Source: an optimization exercise on an open RTL-to-GDS flow (aim: small area, a short achievable clock period and few clock cycles per item). Production flows keep margins and buffers that such runs may drop.
In this exercise RTL edits were held to simulation tests only and were not proved equivalent to the original.

==> design.v <==
module se_mix (
    input  wire [63:0] x,
    output wire [63:0] y
);
    localparam [63:0] K = 64'hA24B_1F6D_9C35_E817;
    wire [63:0] m1 = x * K;
    wire [63:0] s1 = m1 ^ (m1 >> 29);
    assign y = s1 * K;
endmodule
module se_crc (
    input  wire [31:0] crc_in,
    input  wire [63:0] data,
    input  wire [3:0]  n,
    output reg  [31:0] crc_out
);
    localparam [31:0] POLY = 32'h82F6_3B78;
    integer i, b;
    reg [31:0] c;
    always @* begin
        c = crc_in;
        for (i = 0; i < 8; i = i + 1) begin
            if (i < n) begin
                c = c ^ {24'd0, data[8*i +: 8]};
                for (b = 0; b < 8; b = b + 1)
                    c = (c >> 1) ^ (c[0] ? POLY : 32'd0);
            end
        end
        crc_out = c;
    end
endmodule
module se_alu (
    input  wire        clk,
    input  wire        rst,           
    input  wire        in_valid,
    output wire        in_ready,
    input  wire [31:0] in_insn,       
    input  wire [63:0] in_a,          
    input  wire [63:0] in_b,          
    output reg         out_valid,
    input  wire        out_ready,
    output reg  [63:0] out_result,
    output reg         out_illegal
);
    localparam [5:0] OP_ADD  = 6'h00, OP_SUB  = 6'h01, OP_AND  = 6'h02,
                     OP_OR   = 6'h03, OP_XOR  = 6'h04, OP_SLL  = 6'h05,
                     OP_SRL  = 6'h06, OP_SRA  = 6'h07, OP_MUL  = 6'h08,
                     OP_SLT  = 6'h0A, OP_SLTU = 6'h0B, OP_HASH = 6'h0C,
                     OP_CRC  = 6'h0D,
                     OP_ADDI = 6'h10, OP_ANDI = 6'h11, OP_ORI  = 6'h12,
                     OP_XORI = 6'h13, OP_SLLI = 6'h14, OP_SRLI = 6'h15,
                     OP_SRAI = 6'h16, OP_LUI  = 6'h17;
    wire [5:0]  op     = in_insn[31:26];
    wire [4:0]  rs1_f  = in_insn[20:16];
    wire [10:0] fn     = in_insn[10:0];
    wire [15:0] imm16  = in_insn[15:0];
    wire [63:0] imm_s  = {{48{imm16[15]}}, imm16};
    wire [63:0] imm_z  = {48'd0, imm16};
    wire [63:0] imm_hi = {{32{imm16[15]}}, imm16, 16'd0};
    wire [63:0] prod = in_a * in_b;
    wire [63:0] hash;
    se_mix u_mix (.x(in_a ^ in_b), .y(hash));
    wire [31:0] crc;
    se_crc u_crc (.crc_in(in_a[31:0]), .data(in_b), .n(fn[3:0]), .crc_out(crc));
    reg [63:0] result;
    reg        illegal;
    always @* begin
        result  = 64'd0;
        illegal = 1'b0;
        case (op)
            OP_ADD:  result = in_a + in_b;
            OP_SUB:  result = in_a - in_b;
            OP_AND:  result = in_a & in_b;
            OP_OR:   result = in_a | in_b;
            OP_XOR:  result = in_a ^ in_b;
            OP_SLL:  result = in_a << in_b[5:0];
            OP_SRL:  result = in_a >> in_b[5:0];
            OP_SRA:  result = $signed(in_a) >>> in_b[5:0];
            OP_MUL:  result = prod;
            OP_SLT:  result = {63'd0, $signed(in_a) < $signed(in_b)};
            OP_SLTU: result = {63'd0, in_a < in_b};
            OP_HASH: result = hash;
            OP_CRC:  result = {32'd0, crc};
            OP_ADDI: result = in_a + imm_s;
            OP_ANDI: result = in_a & imm_z;
            OP_ORI:  result = in_a | imm_z;
            OP_XORI: result = in_a ^ imm_z;
            OP_SLLI: result = in_a << imm16[5:0];
            OP_SRLI: result = in_a >> imm16[5:0];
            OP_SRAI: result = $signed(in_a) >>> imm16[5:0];
            OP_LUI:  result = imm_hi;
            default: illegal = 1'b1;
        endcase
        if (op <= OP_HASH && fn != 11'd0)
            illegal = 1'b1;
        if (op == OP_CRC && (fn == 11'd0 || fn > 11'd8))
            illegal = 1'b1;
        if (op == OP_LUI && rs1_f != 5'd0)
            illegal = 1'b1;
        if (illegal)
            result = 64'd0;
    end
    assign in_ready = !out_valid || out_ready;
    always @(posedge clk) begin
        if (rst) begin
            out_valid <= 1'b0;
        end else if (in_ready) begin
            out_valid <= in_valid;
        end
        if (in_ready && in_valid) begin
            out_result  <= result;
            out_illegal <= illegal;
        end
    end
endmodule
==> run.sh <==
#!/bin/bash
# synth_recipe.tcl (not shown) runs the flow's synth.tcl, then flattens the netlist and writes it again
# the make line also repeats each setting of config.mk as NAME=value (left out here)
make -C /OpenROAD-flow-scripts/flow DESIGN_CONFIG=/design/flow/config.mk WORK_HOME=/design/flow/orfs CLKGATE_MAP_FILE= SYNTH_SCRIPT=/design/flow/synth_recipe.tcl finish
==> config.mk <==
export PLATFORM = sky130hd
export DESIGN_NAME = se_alu
export DESIGN_NICKNAME = se_alu
export VERILOG_FILES = /design/flow/design.v
export SDC_FILE = /design/flow/constraint.sdc
export NUM_CORES = 4
export LEC_CHECK = 0
export CAP_MARGIN = 20
export CORE_MARGIN = 2
export CORE_UTILIZATION = 40
export SETUP_SLACK_MARGIN = 1.0
export SLEW_MARGIN = 20
==> constraint.sdc <==
create_clock -name core_clock -period 26.0 [get_ports {clk}]
set_input_delay 5.2000 -clock core_clock [delete_from_list [all_inputs] [get_ports {clk}]]
set_output_delay 5.2000 -clock core_clock [all_outputs]
set_load 0.01 [all_outputs]
==> run_results.csv <==
group,metric,value,unit
floorplan,rows,232,
global_routing,globalRoute.totalOverflow,0,
setup_path,rr_endpoint,"out_result[48]",
logic_synthesis,synth-main-ff-cell,"sky130_fd_sc_hd__edfxtp_1",
sta,report.final.setup_viol,0,
global_routing,track_usage,45.80,%
cts,cts_buffers,9,
setup_path,crit_path_start_kind,"input port",
detailed_routing,antenna_left,0,
detailed_routing,drt_iter0_markers,18720,
setup_path,largest_stage_delay_worst_path,0.65,ns
setup_path,path_common_cell,"sky130_fd_sc_hd__fa_1",
logic_synthesis,netlist.top_cell.by_area,"sky130_fd_sc_hd__fa_1",
worst_hold_path,whs_path_depth,2,
finish,area.sequential,1972,um^2
logic_synthesis,yosys_warnings,2,
logic_synthesis,syn_nets,23510,
floorplan,core_region_area,399400,um^2
placement,placed_cells_incl_taps,23940,
placement,portBuffers,225,
detailed_routing,routedWlPerCell,38.94,um
sta,relSlewSlack,9.628,%
worst_hold_path,min_delay_path_class,"flip-flop to flip-flop",
logic_synthesis,mappedNetlistArea,160500,um^2
run,cap_viol_max_count,0,
placement,post-dp-hpwl,776.4,mm
setup_path,cp_top_family,"adder cells",
floorplan,io_pins,231,
setup_path,rr_startpoint,"out_valid",
logic_synthesis,synth.yosys.seq_area_share,1.229,%
detailed_routing,drt-pass1-iter-count,9,
logic_synthesis,syn_area_per_cell,8.845,um^2
finish,drive_gt1_share,8.547,%
floorplan,initial_utilization,40.18,%
detailed_routing,drt-vias-per-instance,5.853,
worst_hold_path,hold_sp,"out_valid",
global_routing,grt_max_degree,121,
finish,num-nets-final,24070,
setup_path,cpMaxStageDelayCell,"sky130_fd_sc_hd__fa_1",
setup_path,crit_cells,75,
cts,tritoncts,"done",
floorplan,die_area,406300,um^2
cts,clk_transition_reported_paths,0.07,ns
cts,ctsHtreeMaxLevel,3,
setup_path,worst-path-max-fanout,5,
detailed_routing,detailroute.via_count,140700,
finish,fillCellCount,40280,
setup_path,cp.required,26.11,ns
logic_synthesis,synthesis.instances,18150,
global_routing,grt_first_pass_wirelength,1248,mm
sta,tightest_slew,1.346,ns
finish,area_of_the_multi_input_gates,139900,um^2
sta,number_of_pins_with_negative_max_slew_slack_in_the_final_report,0,
finish,final_design_area_no_fill,176200,um^2
logic_synthesis,post_synth_most_frequent_cells,"4327 x sky130_fd_sc_hd__inv_1, 3442 x sky130_fd_sc_hd__fa_1, 2062 x sky130_fd_sc_hd__nand2_1, 1761 x sky130_fd_sc_hd__ha_1, 1116 x sky130_fd_sc_hd__nor2_1",
global_routing,initial_antenna_violation_count,132,
cts,clock_sink_count,66,
detailed_routing,final_wirelength,936.1,mm
logic_synthesis,synth_edf_count,65,
sta,fin_worst_hold_slack,0.5377,ns
logic_synthesis,synth_cell_type_count,107,
sta,grt_setup_unrepaired,"no",
finish,area.growth.synth_to_final,9.798,%
sta,report.final.hold_viol_count,0,
logic_synthesis,synthArstFlopShare,0,%
global_routing,grt_pass1_vias,140700,
placement,postPlaceCellArea,175200,um^2
setup_path,crit_type,"input port to flip-flop",
finish,post_layout_nonfiller_instances,24040,
setup_path,critical_path_arrival,24.68,ns
detailed_routing,detail_route.drc_violations,0,
logic_synthesis,ys_ff_latch,66,
setup_path,timing.reg2reg.worst_path_depth,3,
sta,finClkSkew,0.04516,ns
logic_synthesis,synthMostInstantiatedCell,"sky130_fd_sc_hd__inv_1",
run_status,outcome,"no timing/DRC/antenna violations",
cts,clk_latency,0.44,ns
setup_path,worstSetupEndpointType,"flip-flop",
cts,clock_tree.root_cell,"sky130_fd_sc_hd__clkbuf_16",
floorplan,vert_die_dim,637.4,um
sta,max_freq,0.04069,GHz
worst_hold_path,hold_end,"out_valid",
floorplan,die_w,637.4,um
sta,layout_min_cycle_time,24.57,ns
setup_path,rrSetupSlack,23.95,ns
placement,final_weighted_congestion_in_routability_driven_placement,1.100,
sta,min_period_over_period,94.51,%
logic_synthesis,synth_top_cells_by_area,"sky130_fd_sc_hd__fa_1 43%, sky130_fd_sc_hd__ha_1 14%, sky130_fd_sc_hd__inv_1 10%",
cts,cts_buffer_depth,2,
setup_path,critPathBufInv,19,
logic_synthesis,yosysTopAreaCellShare,42.93,%
area by class of cell:
class                           count  share of cell area, %
Clock buffer                       10                 0.1299
Inverter                         4369                  9.311
Sequential cell                    66                  1.119
Clock inverter                      6                0.02343
Timing Repair Buffer             1386                  6.206
Multi-Input combinational cell  12870                  79.38
Antenna cell                       66                0.09372
Tap cell                         5265                  3.738
worst max-delay path by stage:
stage,startpoint,endpoint
floorplan,in_a[4],out_result[62]
global placement,in_a[5],out_result[62]
detailed placement,in_a[5],out_result[62]
CTS,in_b[27],out_result[57]
global route,in_a[5],out_result[57]
finish,in_b[20],out_result[57]
state kept, by name, indices dropped and copies added, names as in the netlist:
| register | count |
|---|---|
| out_result | 64 |
| out_illegal | 1 |
| out_valid | 1 |
through the flow:
stage               TNS, ns  utilization (%)  setup slack (ns)
floorplan                 0                -             2.067
global placement    -0.4679            43.85           -0.3048
detailed placement  -0.4768            43.86           -0.3187
CTS                       0            43.95             1.012
global route              0            44.08            0.9579
finish                    0            44.12             1.426
tightest hold or removal path, stage by stage (launching register included):
cell and delay [ns]:
sky130_fd_sc_hd__dfxtp_1 0.31, sky130_fd_sc_hd__nand2b_1 0.11, sky130_fd_sc_hd__a21oi_1 0.07
cell usage in the layout, fill, tap and decap left out, types with 31 or more instances in the layout:
master	instances
sky130_fd_sc_hd__nor3_1	94
sky130_fd_sc_hd__o21ai_0	314
sky130_fd_sc_hd__buf_2	80
sky130_fd_sc_hd__o21bai_1	56
sky130_fd_sc_hd__nand2_1	2060
sky130_fd_sc_hd__nand3_1	100
sky130_fd_sc_hd__a21o_1	147
sky130_fd_sc_hd__clkinv_1	31
sky130_fd_sc_hd__a221oi_1	62
sky130_fd_sc_hd__a21boi_0	34
sky130_fd_sc_hd__and2_1	43
sky130_fd_sc_hd__a211oi_1	109
sky130_fd_sc_hd__clkdlybuf4s50_1	140
sky130_fd_sc_hd__nand2b_1	61
sky130_fd_sc_hd__xnor2_1	895
sky130_fd_sc_hd__a31oi_1	48
sky130_fd_sc_hd__o22ai_1	69
sky130_fd_sc_hd__a22oi_1	47
sky130_fd_sc_hd__edfxtp_1	65
sky130_fd_sc_hd__nor2b_1	44
sky130_fd_sc_hd__a21oi_1	710
sky130_fd_sc_hd__nor2_1	1106
sky130_fd_sc_hd__inv_1	4321
sky130_fd_sc_hd__o221ai_1	60
sky130_fd_sc_hd__and3_1	60
sky130_fd_sc_hd__ha_1	1747
sky130_fd_sc_hd__fa_1	3441
sky130_fd_sc_hd__diode_2	66
sky130_fd_sc_hd__buf_4	1132
sky130_fd_sc_hd__xor2_1	290
sky130_fd_sc_hd__o211ai_1	67
sky130_fd_sc_hd__mux4_2	53
sky130_fd_sc_hd__xnor2_2	54
sky130_fd_sc_hd__mux2i_1	473
sky130_fd_sc_hd__xnor3_1	75
cell families after synthesis:
group | count (synthesis) | synth area share, %
buf+inv | 5207 | 12.20
fa+ha+maj | 5205 | 56.68
simple gates | 3732 | 9.515
compound gates | 2035 | 8.031
xor+xnor | 1359 | 8.535
mux | 541 | 3.814
flops | 66 | 1.229
repair_timing:
action,4_1_cts,5_1_grt
setup endpoints to repair,15,33
setup buffers,1,15
resized for setup,24,91
endpoints found under the hold margin,0,0
pin swaps,4,29
hold buffers,0,0
per-layer routing:
layer  global-route usage [%]  share of wire [%]  vias to the layer above
met5                        0              0.023                        -
li1                         -                  -                    56500
met3                    14.79                 12                     2279
met4                    31.38                8.6                       34
met2                    62.84                 39                     9566
met1                    60.91                 40                    72320
Testbench counts, summed over its fixed seeds: cycles 24,008, items 24,000.

separate check: timing with driven ports:
In the flow no input, the clock included, has a driving cell. The finished layout below was timed again as built, in two steps.
Step 1: set_driving_cell puts a clkbuf_16 on clk and a buf_2 on each other input, an assumption about the parent block.
Step 2 moves the port delays by t, midway between the first and last clock arrival at a register: inputs arrive t later, outputs are due t later. That takes back most of the time a late clock gives input paths.
Slacks: ideal / step 1 / step 2; pairs: ideal / step 1.
t, ns: 0.496
setup WS [ns]: 1.426 / 1.470 / 0.974
hold slack, ns: 0.538 / 0.538 / 0.538
latest minus earliest clock arrival (ns): 0.049 / 0.049
After both steps this run still meets setup and hold. For this run, drivers alone change the setup slack by +0.044 ns; drivers and shift together by -0.452 ns.
